What follows belongs to an exercise in optimizing a design on an open flow for small area, a short achievable clock period and few clock cycles per item; a production flow would make more cautious choices. The RTL was checked by simulation tests, not by an equivalence proof against the original design.

## sha256_stream
module sha256_stream (
    input  wire         clk,
    input  wire         rst,           
    input  wire         in_valid,
    output wire         in_ready,
    input  wire [63:0]  in_data,
    input  wire         in_last,
    input  wire [3:0]   in_nbytes,     
    output wire         out_valid,
    input  wire         out_ready,
    output wire [255:0] out_digest
);
Size: about 4,700 cells after synthesis, about 52,000 sq um of cells after synthesis.
==> flow/config.mk <==
export PLATFORM = sky130hd
export DESIGN_NAME = sha256_stream
export DESIGN_NICKNAME = sha256_stream
export VERILOG_FILES = /design/flow/design.v
export SDC_FILE = /design/flow/constraint.sdc
export NUM_CORES = 4
export LEC_CHECK = 0
export CAP_MARGIN = 20
export CORE_MARGIN = 2
export CORE_UTILIZATION = 60
export CTS_BUF_LIST = sky130_fd_sc_hd__clkbuf_8
export CTS_CLUSTER_DIAMETER = 60
export CTS_CLUSTER_SIZE = 16
export SETUP_SLACK_MARGIN = 5
export SLEW_MARGIN = 20
==> flow/constraint.sdc <==
create_clock -name core_clock -period 10.0 [get_ports {clk}]
set_input_delay 2.0000 -clock core_clock [delete_from_list [all_inputs] [get_ports {clk}]]
set_output_delay 2.0000 -clock core_clock [all_outputs]
set_load 0.01 [all_outputs]
standard.sh (not shown) runs the stock make flow with config.mk's settings and CLKGATE_MAP_FILE= SYNTH_SCRIPT=/design/flow/synth_recipe.tcl, a recipe that flattens the netlist after the stock synthesis.
==> flow/flow/run.sh <==
#!/bin/bash
# The standard layout (the standard.sh, unchanged synthesis), with two make
# variables set: timing repair aims at a setup slack of 5.5 ns, and the port
# buffers use the smallest buffer cell. Its output goes to flow_make.log.
set -o pipefail
bash standard.sh SETUP_SLACK_MARGIN=5.5 "BUFFER_PORTS_ARGS=-buffer_cell sky130_fd_sc_hd__buf_1" finish > flow_make.log 2>&1
status=$?
tail -n 40 flow_make.log
exit $status
The starting point finished clean.
Testbench counts at the start, summed over its fixed seeds: cycles 154,972, bytes 137,133.
==> next run, changes <==
==> flow/run.sh (new file) <==
#!/bin/bash
# synth_recipe.tcl (not shown) runs the flow's synth.tcl, then flattens the netlist and writes it again
# the make line also repeats each setting of config.mk as NAME=value (left out here)
make -C /OpenROAD-flow-scripts/flow DESIGN_CONFIG=/design/flow/config.mk WORK_HOME=/design/flow/orfs CLKGATE_MAP_FILE= SYNTH_SCRIPT=/design/flow/synth_recipe.tcl finish
--- a/flow/config.mk
+++ b/flow/config.mk
@@ -10,4 +10 @@
-export CORE_UTILIZATION = 60
-export CTS_BUF_LIST = sky130_fd_sc_hd__clkbuf_8
-export CTS_CLUSTER_DIAMETER = 60
-export CTS_CLUSTER_SIZE = 16
+export CORE_UTILIZATION = 40
removed: flow/flow/run.sh
removed: flow/standard.sh
After rerunning:
- The changed run ran to the end with no violations
- global-route usage goes down by 11 points
- count of clock-buffer cells in the layout goes up by 82
- worst hold slack degrades by 0.021 ns
- die area goes up by well over a third
- wire length rises by a few percent
- design area is higher by a few percent
- worst setup slack gets worse by 0.39 ns
==> next run, changes <==
==> flow/flow/run.sh (new file) <==
#!/bin/bash
# The standard layout (the standard.sh, unchanged synthesis), with two make
# variables set: timing repair aims at a setup slack of 5.5 ns, and the port
# buffers use the smallest buffer cell. Its output goes to flow_make.log.
set -o pipefail
bash standard.sh SETUP_SLACK_MARGIN=5.5 "BUFFER_PORTS_ARGS=-buffer_cell sky130_fd_sc_hd__buf_1" finish > flow_make.log 2>&1
status=$?
tail -n 40 flow_make.log
exit $status
==> flow/standard.sh (new file) <==
#!/bin/bash
# synth_recipe.tcl (not shown) runs the flow's synth.tcl, then flattens the netlist and writes it again
# the make line also repeats each setting of config.mk as NAME=value (left out here)
make -C /OpenROAD-flow-scripts/flow DESIGN_CONFIG=/design/flow/config.mk WORK_HOME=/design/flow/orfs CLKGATE_MAP_FILE= SYNTH_SCRIPT=/design/flow/synth_recipe.tcl "${@:-finish}"
--- a/flow/config.mk
+++ b/flow/config.mk
@@ -10 +10,4 @@
-export CORE_UTILIZATION = 40
+export CORE_UTILIZATION = 60
+export CTS_BUF_LIST = sky130_fd_sc_hd__clkbuf_16
+export CTS_CLUSTER_DIAMETER = 100
+export CTS_CLUSTER_SIZE = 24
removed: flow/run.sh
What happened: The changed run completed with no timing, DRC or antenna violations; cell count falls by 9.6%; maximum frequency is higher by 8.7%; wire length falls by 4.5%; sequential share of layout area came out higher by 3.4 points; worst setup slack improved by 0.40 ns; global-route usage grows by 10 points; synthesized area is unchanged; final area goes down by 7.0%.
==> next run, changes <==
==> flow/flow/run.sh (replaced) <==
#!/bin/bash
# The standard layout (the standard.sh, unchanged synthesis), with two make
# variables set: timing repair aims at a setup slack of 6 ns, and the port
# buffers use the smallest buffer cell. Its output goes to flow_make.log.
set -o pipefail
bash standard.sh SETUP_SLACK_MARGIN=6 "BUFFER_PORTS_ARGS=-buffer_cell sky130_fd_sc_hd__buf_1" finish > flow_make.log 2>&1
status=$?
tail -n 40 flow_make.log
exit $status
--- a/flow/config.mk
+++ b/flow/config.mk
@@ -11,3 +11 @@
-export CTS_BUF_LIST = sky130_fd_sc_hd__clkbuf_16
-export CTS_CLUSTER_DIAMETER = 100
-export CTS_CLUSTER_SIZE = 24
+export CTS_BUF_LIST = sky130_fd_sc_hd__clkbuf_4 sky130_fd_sc_hd__clkbuf_8
- The new run went through all stages and came out clean
- core utilization came out higher by 6.0 points
- routed wire length came out higher by 8.1%
- area after synthesis stays the same
- first-iteration DRC count came out higher by 17%
- sequential cell count is unchanged
==> next run, changes <==
==> flow/flow/run.sh (replaced) <==
#!/bin/bash
# The standard layout (the standard.sh, unchanged synthesis), with two make
# variables set: timing repair aims at a setup slack of 5.5 ns, and the port
# buffers use the smallest buffer cell. Its output goes to flow_make.log.
set -o pipefail
bash standard.sh SETUP_SLACK_MARGIN=5.5 "BUFFER_PORTS_ARGS=-buffer_cell sky130_fd_sc_hd__buf_1" finish > flow_make.log 2>&1
status=$?
tail -n 40 flow_make.log
exit $status
--- a/flow/config.mk
+++ b/flow/config.mk
@@ -10,2 +10,5 @@
-export CORE_UTILIZATION = 60
-export CTS_BUF_LIST = sky130_fd_sc_hd__clkbuf_4 sky130_fd_sc_hd__clkbuf_8
+export CORE_UTILIZATION = 70
+export CTS_BUF_LIST = sky130_fd_sc_hd__clkbuf_16
+export CTS_CLUSTER_DIAMETER = 100
+export CTS_CLUSTER_SIZE = 24
+export PLACE_DENSITY = 0.72
Outcome:
- sequential cell count does not change
- synthesized area does not change
- worst setup slack degrades by 0.086 ns
- core utilization came out higher by 4.4 points
- routed wire length came out lower by a few percent
- clock skew came out lower by 0.0085 ns
- first-iteration DRC count came out higher by well over a third
- synthesized cell count is unchanged
- design area came out lower by roughly a tenth

-- static timing again, ports no longer ideal --
In the flow no input, the clock included, has a driving cell. The finished layouts below were timed again as built, in two steps. Step 1: set_driving_cell puts a clkbuf_16 on clk and a buf_2 on each other input, an assumption about the parent block. Step 2 moves the port delays by t, midway between the first and last clock arrival at a register: inputs arrive t later, outputs are due t later. That takes back most of the time a late clock gives input paths. a / b / c = no drivers / after step 1 / after step 2; a / b = the first two.
| run | shift t [ns] | slack for setup (ns) | worst setup path after step 2 | worst register clock-pin slew, ns | worst data-port slew with drivers (ns) |
|---|---|---|---|---|---|
| the first run | 0.887 | 5.463 / 5.463 / 4.763 | input to register | 0.11 / 0.11 | 0.10 |
| the second run | 0.843 | 5.077 / 5.077 / 4.562 | input to register | 0.07 / 0.07 | 0.09 |
| the third run | 0.744 | 5.473 / 5.473 / 4.847 | input to register | 0.11 / 0.11 | 0.10 |
| the fourth run | 0.929 | 5.499 / 5.499 / 5.202 | input to register | 0.08 / 0.08 | 0.14 |
| the fifth run | 0.756 | 5.413 / 5.413 / 4.827 | input to register | 0.11 / 0.11 | 0.08 |
After both steps setup and hold are still met in every run listed. The setup slack of the first run, which loses most, moves by 0.000 ns with the drivers and by -0.700 ns with both steps.
